Background: an optimization exercise with open tools, aiming at small area. Do not read the settings as production practice. At most, simulation tests tie the RTL to the original design; equivalence was not proved. No activity file was given, so power comes from the tool's default toggle rates.

Setup of oak:
==> module zoom_hb, before the edit <==
module zoom_hb (
  input  wire               clk,
  input  wire               rst,         
  input  wire [1:0]         n_hb,        
  input  wire               in_valid,
  input  wire signed [23:0] in_re,
  input  wire signed [23:0] in_im,
  output reg                out_valid,
  output wire signed [27:0] out_re,
  output wire signed [27:0] out_im
);
  reg  [4:0] ph;           
  reg        fill;         
  reg        par1;         
  reg        pend_e, pend_o;
  reg        run_e, run_o;  
  reg        em1;          
  reg        prun;         
  reg        par2;         
  reg        run2e, run2o;
  reg        em2;
  wire ph24 = (ph == 5'd24);
  wire ph18 = (ph == 5'd18);
  wire n0 = (n_hb == 2'd0);
  wire n1 = (n_hb == 2'd1);
  always @(posedge clk) begin
    if (rst) begin
      ph <= 5'd0; fill <= 1'b1; par1 <= 1'b0;
      pend_e <= 1'b0; pend_o <= 1'b0; run_e <= 1'b0; run_o <= 1'b0;
      em1 <= 1'b0; prun <= 1'b0;
      par2 <= 1'b0; run2e <= 1'b0; run2o <= 1'b0; em2 <= 1'b0;
      out_valid <= 1'b0;
    end else begin
      ph <= ph24 ? 5'd0 : ph + 5'd1;
      if (in_valid) par1 <= ~par1;
      if (ph24) begin
        fill   <= 1'b0;
        run_e  <= pend_e | (in_valid & ~par1);
        run_o  <= pend_o | (in_valid & par1);
        pend_e <= 1'b0;
        pend_o <= 1'b0;
        em1    <= run_o;
        prun   <= run_e | run_o;
      end else begin
        if (in_valid & ~par1) pend_e <= 1'b1;
        if (in_valid & par1)  pend_o <= 1'b1;
      end
      if (ph18) begin
        em2   <= run2o;
        run2e <= run_o & ~par2;
        run2o <= run_o & par2;
        if (run_o) par2 <= ~par2;
      end
      out_valid <= n0 ? (prun & (ph == 5'd0)) :
                   n1 ? (em1 & (ph == 5'd19)) :
                        (em2 & (ph == 5'd13));
    end
  end
  wire pat1  = fill & (ph == 5'd23);    
  wire pat2  = fill & ph18;             
  wire ld_e  = in_valid & ~par1;
  wire ld_o  = in_valid & par1;
  wire init1 = ph24 & ~run_o;
  wire init2 = ph18 & ~run2o;
  wire cf1   = run_o & ph24;
  wire cf2   = em2 & (ph == 5'd19);
  wire fl1   = (ph == 5'd18) & em1;     
  wire fl2   = (ph == 5'd13) & em2;     
  genvar pi, k;
  generate
    for (pi = 0; pi < 2; pi = pi + 1) begin : part
      wire [23:0] din = (pi == 0) ? in_re : in_im;
      reg  [23:0] h_e, h_o;
      always @(posedge clk) begin
        if (ld_e) h_e <= din;
        if (ld_o) h_o <= din;
      end
      wire [31:0] hxe = {8'd0, ~h_e[23], h_e[22:0]};
      wire [31:0] hxo = {8'd0, ~h_o[23], h_o[22:0]};
      wire xe = hxe[ph];
      wire xo = hxo[ph];
      reg [25*8-1:0]  l1e;
      reg [25*15-1:0] l1o;
      reg [25*8-1:0]  l2e;
      reg [25*15-1:0] l2o;
      wire [7:0]  q1e, q2e;
      wire [14:0] q1o, q2o;
      wire        s1, s2;      
      for (k = 0; k < 8; k = k + 1) begin : le
        assign q1e[k] = l1e[25*k];
        assign q2e[k] = l2e[25*k];
        wire i1 = fill ? pat1 : run_e ? ((k == 0) ? xe : q1e[(k == 0) ? 0 : k-1]) : q1e[k];
        wire i2 = fill ? pat2 : run2e ? ((k == 0) ? s1 : q2e[(k == 0) ? 0 : k-1]) : q2e[k];
        always @(posedge clk) begin
          l1e[25*k +: 25] <= {i1, l1e[25*k+1 +: 24]};
          l2e[25*k +: 25] <= {i2, l2e[25*k+1 +: 24]};
        end
      end
      for (k = 0; k < 15; k = k + 1) begin : lo
        assign q1o[k] = l1o[25*k];
        assign q2o[k] = l2o[25*k];
        wire i1 = fill ? pat1 : run_o ? ((k == 0) ? xo : q1o[(k == 0) ? 0 : k-1]) : q1o[k];
        wire i2 = fill ? pat2 : run2o ? ((k == 0) ? s1 : q2o[(k == 0) ? 0 : k-1]) : q2o[k];
        always @(posedge clk) begin
          l1o[25*k +: 25] <= {i1, l1o[25*k+1 +: 24]};
          l2o[25*k +: 25] <= {i2, l2o[25*k+1 +: 24]};
        end
      end
      hb_stage u_s1 (.clk(clk), .g(run_o), .cf(cf1), .init(init1),
                     .t({q1o, xo}), .c(q1e[7]), .e(s1));
      hb_stage u_s2 (.clk(clk), .g(run2o), .cf(cf2), .init(init2),
                     .t({q2o, s1}), .c(q2e[7]), .e(s2));
      reg  [25:0] ob;
      wire raw = run_o ? (xo ^ (ph == 5'd23)) : (xe ^ (ph == 5'd23));
      wire oin = n0 ? raw : n1 ? (s1 ^ fl1) : (s2 ^ fl2);
      always @(posedge clk) ob <= {oin, ob[25:1]};
      wire b24 = n0 ? ob[23] : ob[24];
      wire b25 = n0 ? ob[23] : n1 ? ob[24] : ob[25];
      if (pi == 0) begin : o_re
        assign out_re = {b25, b25, b25, b24, ob[23:0]};
      end else begin : o_im
        assign out_im = {b25, b25, b25, b24, ob[23:0]};
      end
    end
  endgenerate
endmodule
make LEC_CHECK=0 CAP_MARGIN=20 CORE_MARGIN=2 CORE_UTILIZATION=60 CTS_BUF_LIST=sky130_fd_sc_hd__clkbuf_16 CTS_CLUSTER_DIAMETER=70 CTS_CLUSTER_SIZE=28 SLEW_MARGIN=20 finish   # period 20.0 ns
run.sh (not shown) runs the stock make flow with config.mk's settings and CLKGATE_MAP_FILE= SYNTH_SCRIPT=/design/flow/synth_recipe.tcl, a recipe that flattens the netlist after the stock synthesis.
oak reached the end of the flow, and the finished layout is clean on the timing, DRC and antenna checks.
Inputs modified between oak and pine:
diff --git a/flow/design.v b/flow/design.v
--- a/flow/design.v
+++ b/flow/design.v
@@ -117,8 +117,9 @@
   reg        prun;         
   reg        par2;         
   reg        run2e, run2o;
   reg        em2;
+  reg        run2i, em2i;  
   wire ph24 = (ph == 5'd24);
   wire ph18 = (ph == 5'd18);
   wire n0 = (n_hb == 2'd0);
   wire n1 = (n_hb == 2'd1);
@@ -127,8 +128,9 @@
       ph <= 5'd0; fill <= 1'b1; par1 <= 1'b0;
       pend_e <= 1'b0; pend_o <= 1'b0; run_e <= 1'b0; run_o <= 1'b0;
       em1 <= 1'b0; prun <= 1'b0;
       par2 <= 1'b0; run2e <= 1'b0; run2o <= 1'b0; em2 <= 1'b0;
+      run2i <= 1'b0; em2i <= 1'b0;
       out_valid <= 1'b0;
     end else begin
       ph <= ph24 ? 5'd0 : ph + 5'd1;
       if (in_valid) par1 <= ~par1;
@@ -145,27 +147,34 @@
         if (in_valid & par1)  pend_o <= 1'b1;
       end
       if (ph18) begin
         em2   <= run2o;
+        run2i <= em2;
+        em2i  <= run2i;
         run2e <= run_o & ~par2;
         run2o <= run_o & par2;
         if (run_o) par2 <= ~par2;
       end
       out_valid <= n0 ? (prun & (ph == 5'd0)) :
                    n1 ? (em1 & (ph == 5'd19)) :
-                        (em2 & (ph == 5'd13));
+                        (em2i & (ph == 5'd13));
     end
   end
   wire pat1  = fill & (ph == 5'd23);    
   wire pat2  = fill & ph18;             
   wire ld_e  = in_valid & ~par1;
   wire ld_o  = in_valid & par1;
   wire init1 = ph24 & ~run_o;
-  wire init2 = ph18 & ~run2o;
+  wire init2 = ph18 & ~run2o & ~run2i;
   wire cf1   = run_o & ph24;
-  wire cf2   = em2 & (ph == 5'd19);
+  wire cf2   = (em2 | em2i) & (ph == 5'd19);
   wire fl1   = (ph == 5'd18) & em1;     
   wire fl2   = (ph == 5'd13) & em2;     
+  wire fl2i  = (ph == 5'd13) & em2i;
+  wire hold_re = ~n0 & ~n1 & ~run2o & ~(em2 & ~((ph >= 5'd14) & (ph <= 5'd18)));
+  wire        s2;              
+  wire [14:0] q2o_re, q2o_im;
+  wire        q2c_re, q2c_im, s1_re, nq_im;
   genvar pi, k;
   generate
     for (pi = 0; pi < 2; pi = pi + 1) begin : part
       wire [23:0] din = (pi == 0) ? in_re : in_im;
@@ -183,9 +192,9 @@
       reg [25*8-1:0]  l2e;
       reg [25*15-1:0] l2o;
       wire [7:0]  q1e, q2e;
       wire [14:0] q1o, q2o;
-      wire        s1, s2;      
+      wire        s1;          
       for (k = 0; k < 8; k = k + 1) begin : le
         assign q1e[k] = l1e[25*k];
         assign q2e[k] = l2e[25*k];
         wire i1 = fill ? pat1 : run_e ? ((k == 0) ? xe : q1e[(k == 0) ? 0 : k-1]) : q1e[k];
@@ -198,22 +207,35 @@
       for (k = 0; k < 15; k = k + 1) begin : lo
         assign q1o[k] = l1o[25*k];
         assign q2o[k] = l2o[25*k];
         wire i1 = fill ? pat1 : run_o ? ((k == 0) ? xo : q1o[(k == 0) ? 0 : k-1]) : q1o[k];
-        wire i2 = fill ? pat2 : run2o ? ((k == 0) ? s1 : q2o[(k == 0) ? 0 : k-1]) : q2o[k];
+        wire a2 = (pi == 0) ? run2o : run2i;
+        wire n2 = (pi == 0) ? s1 : nq_im;
+        wire i2 = fill ? pat2 : a2 ? ((k == 0) ? n2 : q2o[(k == 0) ? 0 : k-1]) : q2o[k];
         always @(posedge clk) begin
           l1o[25*k +: 25] <= {i1, l1o[25*k+1 +: 24]};
           l2o[25*k +: 25] <= {i2, l2o[25*k+1 +: 24]};
         end
       end
       hb_stage u_s1 (.clk(clk), .g(run_o), .cf(cf1), .init(init1),
                      .t({q1o, xo}), .c(q1e[7]), .e(s1));
-      hb_stage u_s2 (.clk(clk), .g(run2o), .cf(cf2), .init(init2),
-                     .t({q2o, s1}), .c(q2e[7]), .e(s2));
+      if (pi == 0) begin : w_re
+        assign q2o_re = q2o;
+        assign q2c_re = q2e[7];
+        assign s1_re  = s1;
+      end else begin : w_im
+        assign q2o_im = q2o;
+        assign q2c_im = q2e[7];
+        reg [24:0] nr;
+        assign nq_im = nr[0];
+        wire ni = fill ? pat2 : run2o ? s1 : nr[0];
+        always @(posedge clk) nr <= {ni, nr[24:1]};
+      end
       reg  [25:0] ob;
       wire raw = run_o ? (xo ^ (ph == 5'd23)) : (xe ^ (ph == 5'd23));
-      wire oin = n0 ? raw : n1 ? (s1 ^ fl1) : (s2 ^ fl2);
-      always @(posedge clk) ob <= {oin, ob[25:1]};
+      wire oin = n0 ? raw : n1 ? (s1 ^ fl1) : (s2 ^ ((pi == 0) ? fl2 : fl2i));
+      wire hld = (pi == 0) ? hold_re : 1'b0;
+      always @(posedge clk) if (!hld) ob <= {oin, ob[25:1]};
       wire b24 = n0 ? ob[23] : ob[24];
       wire b25 = n0 ? ob[23] : n1 ? ob[24] : ob[25];
       if (pi == 0) begin : o_re
         assign out_re = {b25, b25, b25, b24, ob[23:0]};
@@ -221,5 +243,8 @@
         assign out_im = {b25, b25, b25, b24, ob[23:0]};
       end
     end
   endgenerate
+  hb_stage u_s2 (.clk(clk), .g(run2o | run2i), .cf(cf2), .init(init2),
+                 .t(run2i ? {q2o_im, nq_im} : {q2o_re, s1_re}),
+                 .c(run2i ? q2c_im : q2c_re), .e(s2));
 endmodule
[summary]
Changes observed in pine relative to oak: synthesized area fell by 2.3%, final critical-path required period rose by 0.63 ns, register-to-register slack fell by 0.63 ns, number of well-tap cells placed fell by about 1.7%. Delta (pine minus oak): met1 demand-to-capacity share in global routing ~0 delta, share of synthesized cell area in full adder, half adder and majority cells -1.6 points, synthesized area per cell +0.33 sq um. In pine, the combinational share of power came out 1.3 points below the value in oak. oak → pine: total power moved down; sequential fraction of total cell area moved up. The core utilization reported for pine is greater than that of oak by 0.47 points. pine against oak: worst setup slack decreased by 0.63 ns relative to the old numbers; accumulated negative setup slack closely matched the old numbers.
Only the layout flow was run in oak; the RTL was not checked for function there.

* * *

== lane 1 ==
The RTL this note starts from:
==> flow/design.v <==
module hb_stage (
  input  wire        clk,
  input  wire        g,       
  input  wire        cf,      
  input  wire        init,    
  input  wire [15:0] t,       
  input  wire        c,       
  output reg         e        
);
  reg        [7:0]  cy;       
  reg        [18:0] r;        
  wire [15:0] tg = t & {16{g}};
  wire [7:0]  pa = tg[7:0];
  wire [7:0]  pb = {tg[8], tg[9], tg[10], tg[11], tg[12], tg[13], tg[14], tg[15]};
  wire [7:0]  s  = pa ^ pb ^ cy;
  wire [7:0]  cn = (pa & pb) | (pa & cy) | (pb & cy);
  wire        cg = (c & g) | cf;
  reg [13:0] la;
  reg [18:0] lb;
  always @* begin
    case (s[3:0])
      4'd0: la = 14'd3802;
      4'd1: la = 14'd3068;
      4'd2: la = 14'd5480;
      4'd3: la = 14'd4746;
      4'd4: la = 14'd735;
      4'd5: la = 14'd1;
      4'd6: la = 14'd2413;
      4'd7: la = 14'd1679;
      4'd8: la = 14'd8940;
      4'd9: la = 14'd8206;
      4'd10: la = 14'd10618;
      4'd11: la = 14'd9884;
      4'd12: la = 14'd5873;
      4'd13: la = 14'd5139;
      4'd14: la = 14'd7551;
      4'd15: la = 14'd6817;
      default: la = 14'd0;
    endcase
  end
  always @* begin
    case ({cg, s[7:4]})
      5'd0: lb = 19'd34944;
      5'd1: lb = 19'd26529;
      5'd2: lb = 19'd49047;
      5'd3: lb = 19'd40632;
      5'd4: lb = 19'd8415;
      5'd5: lb = 19'd0;
      5'd6: lb = 19'd22518;
      5'd7: lb = 19'd14103;
      5'd8: lb = 19'd118306;
      5'd9: lb = 19'd109891;
      5'd10: lb = 19'd132409;
      5'd11: lb = 19'd123994;
      5'd12: lb = 19'd91777;
      5'd13: lb = 19'd83362;
      5'd14: lb = 19'd105880;
      5'd15: lb = 19'd97465;
      5'd16: lb = 19'd166016;
      5'd17: lb = 19'd157601;
      5'd18: lb = 19'd180119;
      5'd19: lb = 19'd171704;
      5'd20: lb = 19'd139487;
      5'd21: lb = 19'd131072;
      5'd22: lb = 19'd153590;
      5'd23: lb = 19'd145175;
      5'd24: lb = 19'd249378;
      5'd25: lb = 19'd240963;
      5'd26: lb = 19'd263481;
      5'd27: lb = 19'd255066;
      5'd28: lb = 19'd222849;
      5'd29: lb = 19'd214434;
      5'd30: lb = 19'd236952;
      5'd31: lb = 19'd228537;
      default: lb = 19'd0;
    endcase
  end
  wire [19:0] xr = {1'b0, r};
  wire [19:0] xa = {6'd0, la};
  wire [19:0] xb = {1'b0, lb};
  wire [19:0] cs = xr ^ xa ^ xb;
  wire [19:0] cc = (xr & xa) | (xr & xb) | (xa & xb);
  wire [19:0] y2 = {cc[18:0], 1'b0};
  wire [20:0] k;
  wire [19:0] sum;
  assign k[0] = 1'b0;
  genvar i;
  generate
    for (i = 0; i < 20; i = i + 1) begin : rc
      assign sum[i] = cs[i] ^ y2[i] ^ k[i];
      assign k[i+1] = (cs[i] & y2[i]) | (cs[i] & k[i]) | (y2[i] & k[i]);
    end
  endgenerate
  always @(posedge clk) begin
    cy <= cn;
    e  <= sum[0];
    r  <= init ? 19'd169818 : sum[19:1];
  end
endmodule
module zoom_hb (
  input  wire               clk,
  input  wire               rst,         
  input  wire [1:0]         n_hb,        
  input  wire               in_valid,
  input  wire signed [23:0] in_re,
  input  wire signed [23:0] in_im,
  output reg                out_valid,
  output wire signed [27:0] out_re,
  output wire signed [27:0] out_im
);
  reg  [4:0] ph;           
  reg        fill;         
  reg        par1;         
  reg        pend_e, pend_o;
  reg        run_e, run_o;  
  reg        em1;          
  reg        prun;         
  reg        par2;         
  reg        run2e, run2o;
  reg        em2;
  reg        run2i, em2i;  
  wire ph24 = (ph == 5'd24);
  wire ph18 = (ph == 5'd18);
  wire n0 = (n_hb == 2'd0);
  wire n1 = (n_hb == 2'd1);
  always @(posedge clk) begin
    if (rst) begin
      ph <= 5'd0; fill <= 1'b1; par1 <= 1'b0;
      pend_e <= 1'b0; pend_o <= 1'b0; run_e <= 1'b0; run_o <= 1'b0;
      em1 <= 1'b0; prun <= 1'b0;
      par2 <= 1'b0; run2e <= 1'b0; run2o <= 1'b0; em2 <= 1'b0;
      run2i <= 1'b0; em2i <= 1'b0;
      out_valid <= 1'b0;
    end else begin
      ph <= ph24 ? 5'd0 : ph + 5'd1;
      if (in_valid) par1 <= ~par1;
      if (ph24) begin
        fill   <= 1'b0;
        run_e  <= pend_e | (in_valid & ~par1);
        run_o  <= pend_o | (in_valid & par1);
        pend_e <= 1'b0;
        pend_o <= 1'b0;
        em1    <= run_o;
        prun   <= run_e | run_o;
      end else begin
        if (in_valid & ~par1) pend_e <= 1'b1;
        if (in_valid & par1)  pend_o <= 1'b1;
      end
      if (ph18) begin
        em2   <= run2o;
        run2i <= em2;
        em2i  <= run2i;
        run2e <= run_o & ~par2;
        run2o <= run_o & par2;
        if (run_o) par2 <= ~par2;
      end
      out_valid <= n0 ? (prun & (ph == 5'd0)) :
                   n1 ? (em1 & (ph == 5'd19)) :
                        (em2i & (ph == 5'd13));
    end
  end
  wire pat1  = fill & (ph == 5'd23);    
  wire pat2  = fill & ph18;             
  wire ld_e  = in_valid & ~par1;
  wire ld_o  = in_valid & par1;
  wire init1 = ph24 & ~run_o;
  wire init2 = ph18 & ~run2o & ~run2i;
  wire cf1   = run_o & ph24;
  wire cf2   = (em2 | em2i) & (ph == 5'd19);
  wire fl1   = (ph == 5'd18) & em1;     
  wire fl2   = (ph == 5'd13) & em2;     
  wire fl2i  = (ph == 5'd13) & em2i;
  wire hold_re = ~n0 & ~n1 & ~run2o & ~(em2 & ~((ph >= 5'd14) & (ph <= 5'd18)));
  wire        s2;              
  wire [14:0] q2o_re, q2o_im;
  wire        q2c_re, q2c_im, s1_re, nq_im;
  genvar pi, k;
  generate
    for (pi = 0; pi < 2; pi = pi + 1) begin : part
      wire [23:0] din = (pi == 0) ? in_re : in_im;
      reg  [23:0] h_e, h_o;
      always @(posedge clk) begin
        if (ld_e) h_e <= din;
        if (ld_o) h_o <= din;
      end
      wire [31:0] hxe = {8'd0, ~h_e[23], h_e[22:0]};
      wire [31:0] hxo = {8'd0, ~h_o[23], h_o[22:0]};
      wire xe = hxe[ph];
      wire xo = hxo[ph];
      reg [25*8-1:0]  l1e;
      reg [25*15-1:0] l1o;
      reg [25*8-1:0]  l2e;
      reg [25*15-1:0] l2o;
      wire [7:0]  q1e, q2e;
      wire [14:0] q1o, q2o;
      wire        s1;          
      for (k = 0; k < 8; k = k + 1) begin : le
        assign q1e[k] = l1e[25*k];
        assign q2e[k] = l2e[25*k];
        wire i1 = fill ? pat1 : run_e ? ((k == 0) ? xe : q1e[(k == 0) ? 0 : k-1]) : q1e[k];
        wire i2 = fill ? pat2 : run2e ? ((k == 0) ? s1 : q2e[(k == 0) ? 0 : k-1]) : q2e[k];
        always @(posedge clk) begin
          l1e[25*k +: 25] <= {i1, l1e[25*k+1 +: 24]};
          l2e[25*k +: 25] <= {i2, l2e[25*k+1 +: 24]};
        end
      end
      for (k = 0; k < 15; k = k + 1) begin : lo
        assign q1o[k] = l1o[25*k];
        assign q2o[k] = l2o[25*k];
        wire i1 = fill ? pat1 : run_o ? ((k == 0) ? xo : q1o[(k == 0) ? 0 : k-1]) : q1o[k];
        wire a2 = (pi == 0) ? run2o : run2i;
        wire n2 = (pi == 0) ? s1 : nq_im;
        wire i2 = fill ? pat2 : a2 ? ((k == 0) ? n2 : q2o[(k == 0) ? 0 : k-1]) : q2o[k];
        always @(posedge clk) begin
          l1o[25*k +: 25] <= {i1, l1o[25*k+1 +: 24]};
          l2o[25*k +: 25] <= {i2, l2o[25*k+1 +: 24]};
        end
      end
      hb_stage u_s1 (.clk(clk), .g(run_o), .cf(cf1), .init(init1),
                     .t({q1o, xo}), .c(q1e[7]), .e(s1));
      if (pi == 0) begin : w_re
        assign q2o_re = q2o;
        assign q2c_re = q2e[7];
        assign s1_re  = s1;
      end else begin : w_im
        assign q2o_im = q2o;
        assign q2c_im = q2e[7];
        reg [24:0] nr;
        assign nq_im = nr[0];
        wire ni = fill ? pat2 : run2o ? s1 : nr[0];
        always @(posedge clk) nr <= {ni, nr[24:1]};
      end
      reg  [25:0] ob;
      wire raw = run_o ? (xo ^ (ph == 5'd23)) : (xe ^ (ph == 5'd23));
      wire oin = n0 ? raw : n1 ? (s1 ^ fl1) : (s2 ^ ((pi == 0) ? fl2 : fl2i));
      wire hld = (pi == 0) ? hold_re : 1'b0;
      always @(posedge clk) if (!hld) ob <= {oin, ob[25:1]};
      wire b24 = n0 ? ob[23] : ob[24];
      wire b25 = n0 ? ob[23] : n1 ? ob[24] : ob[25];
      if (pi == 0) begin : o_re
        assign out_re = {b25, b25, b25, b24, ob[23:0]};
      end else begin : o_im
        assign out_im = {b25, b25, b25, b24, ob[23:0]};
      end
    end
  endgenerate
  hb_stage u_s2 (.clk(clk), .g(run2o | run2i), .cf(cf2), .init(init2),
                 .t(run2i ? {q2o_im, nq_im} : {q2o_re, s1_re}),
                 .c(run2i ? q2c_im : q2c_re), .e(s2));
endmodule
==> flow/config.mk <==
export PLATFORM = sky130hd
export DESIGN_NAME = zoom_hb
export DESIGN_NICKNAME = zoom_hb
export VERILOG_FILES = /design/flow/design.v
export SDC_FILE = /design/flow/constraint.sdc
export NUM_CORES = 4
export LEC_CHECK = 0
export CAP_MARGIN = 20
export CORE_MARGIN = 2
export CORE_UTILIZATION = 60
export SLEW_MARGIN = 20
==> flow/constraint.sdc <==
create_clock -name core_clock -period 20.0 [get_ports {clk}]
set_input_delay 4.0000 -clock core_clock [delete_from_list [all_inputs] [get_ports {clk}]]
set_output_delay 4.0000 -clock core_clock [all_outputs]
set_load 0.01 [all_outputs]
standard.sh (not shown) runs the stock make flow with config.mk's settings and CLKGATE_MAP_FILE= SYNTH_SCRIPT=/design/flow/synth_recipe.tcl, a recipe that flattens the netlist after the stock synthesis.
==> flow/flow/run.sh <==
#!/bin/bash
# Layout flow: the standard flow (standard.sh, unchanged synthesis), with
# changes to how the layout is made:
#  - the clock tree is built without dummy loads, with larger sink clusters;
#  - the ports are buffered with buf_1 instead of the default buffer;
#  - the buffers ABC put in during synthesis are removed at floorplan (the
#    placement's repair puts back what the loads need).
# make's full output goes to run_standard.log in this folder; ORFS keeps each
# tool's own log under orfs/logs/.
set -euo pipefail
cd "$(dirname "$0")/.."
bash standard.sh \
  "CTS_ARGS=-sink_clustering_enable -repair_clock_nets -dont_use_dummy_load -sink_clustering_size 20 -sink_clustering_max_diameter 50 -buf_list sky130_fd_sc_hd__clkbuf_8" \
  "BUFFER_PORTS_ARGS=-buffer_cell sky130_fd_sc_hd__buf_1" REMOVE_ABC_BUFFERS=1 \
  finish > run_standard.log 2>&1
The following lists how lane 2 was set up differently from lane 1:
--- a/flow/design.v
+++ b/flow/design.v
@@ -170,8 +170,10 @@
   wire fl1   = (ph == 5'd18) & em1;     
   wire fl2   = (ph == 5'd13) & em2;     
   wire fl2i  = (ph == 5'd13) & em2i;
   wire hold_re = ~n0 & ~n1 & ~run2o & ~(em2 & ~((ph >= 5'd14) & (ph <= 5'd18)));
+  wire shift_im = n0 | n1 | (run2i & (ph >= 5'd13) & (ph <= 5'd18)) |
+                  (em2i & ~((ph >= 5'd14) & (ph <= 5'd18)));
   wire        s2;              
   wire [14:0] q2o_re, q2o_im;
   wire        q2c_re, q2c_im, s1_re, nq_im;
   genvar pi, k;
@@ -217,25 +219,33 @@
         end
       end
       hb_stage u_s1 (.clk(clk), .g(run_o), .cf(cf1), .init(init1),
                      .t({q1o, xo}), .c(q1e[7]), .e(s1));
+      wire [25:0] ob;
+      wire raw = run_o ? (xo ^ (ph == 5'd23)) : (xe ^ (ph == 5'd23));
+      wire oin = n0 ? raw : n1 ? (s1 ^ fl1) : (s2 ^ ((pi == 0) ? fl2 : fl2i));
       if (pi == 0) begin : w_re
         assign q2o_re = q2o;
         assign q2c_re = q2e[7];
         assign s1_re  = s1;
       end else begin : w_im
         assign q2o_im = q2o;
         assign q2c_im = q2e[7];
         reg [24:0] nr;
+        reg        nx;
         assign nq_im = nr[0];
-        wire ni = fill ? pat2 : run2o ? s1 : nr[0];
-        always @(posedge clk) nr <= {ni, nr[24:1]};
-      end
-      reg  [25:0] ob;
-      wire raw = run_o ? (xo ^ (ph == 5'd23)) : (xe ^ (ph == 5'd23));
-      wire oin = n0 ? raw : n1 ? (s1 ^ fl1) : (s2 ^ ((pi == 0) ? fl2 : fl2i));
-      wire hld = (pi == 0) ? hold_re : 1'b0;
-      always @(posedge clk) if (!hld) ob <= {oin, ob[25:1]};
+        wire ni = fill ? pat2 : (~n0 & ~n1 & run2o) ? s1 : shift_im ? nx : nr[0];
+        always @(posedge clk) begin
+          nr <= {ni, nr[24:1]};
+          nx <= oin;
+        end
+        assign ob = {nx, nr};
+      end
+      if (pi == 0) begin : ob_re
+        reg [25:0] obr;
+        always @(posedge clk) if (!hold_re) obr <= {oin, obr[25:1]};
+        assign ob = obr;
+      end
       wire b24 = n0 ? ob[23] : ob[24];
       wire b25 = n0 ? ob[23] : n1 ? ob[24] : ob[25];
       if (pi == 0) begin : o_re
         assign out_re = {b25, b25, b25, b24, ob[23:0]};
### Flow results
Lane 2 can be clocked slower than lane 1.
The number of maximum-capacitance violations was comparable across lane 1 and lane 2.
Relative to lane 1, power has gone down in lane 2.
[compare] base=lane 1 new=lane 2: setup slack decreased by 0.14 ns relative to the old numbers; post-route standard cell area excluding fillers decreased by about 0.6% relative to the old numbers; DRC marker count from the first detailed-route iteration decreased by 9.5% relative to the old numbers; via count normalized by instance count decreased by 0.71% relative to the old numbers.

## what the ideal ports hide
Ports are ideal in the flow. The routed layouts listed here were re-timed in OpenROAD. Step 1: set_driving_cell puts a clkbuf_16 on clk and a buf_2 on each other input, an assumption about the parent block. Step 2 times the ports against the registers' clock, not the clock port: input delays grow and output delays shrink by t, the midpoint of the rising clock arrivals with the driver on. Slacks: ideal / step 1 / step 2; pairs: ideal / step 1.
run | t, ns | slack for setup (ns) | slew at the worst register clock pin (ns) | cell pins on the clock port's net
oak | 0.780 | 8.620 / 8.620 / 8.620 | 0.11 / 0.11 | 1
pine | 0.775 | 7.989 / 7.989 / 7.989 | 0.10 / 0.10 | 1
lane 1 | 0.855 | 7.880 / 7.880 / 7.880 | 0.11 / 0.11 | 1
lane 2 | 0.894 | 7.740 / 7.740 / 7.740 | 0.11 / 0.11 | 1
After both steps every run listed still meets setup and hold.
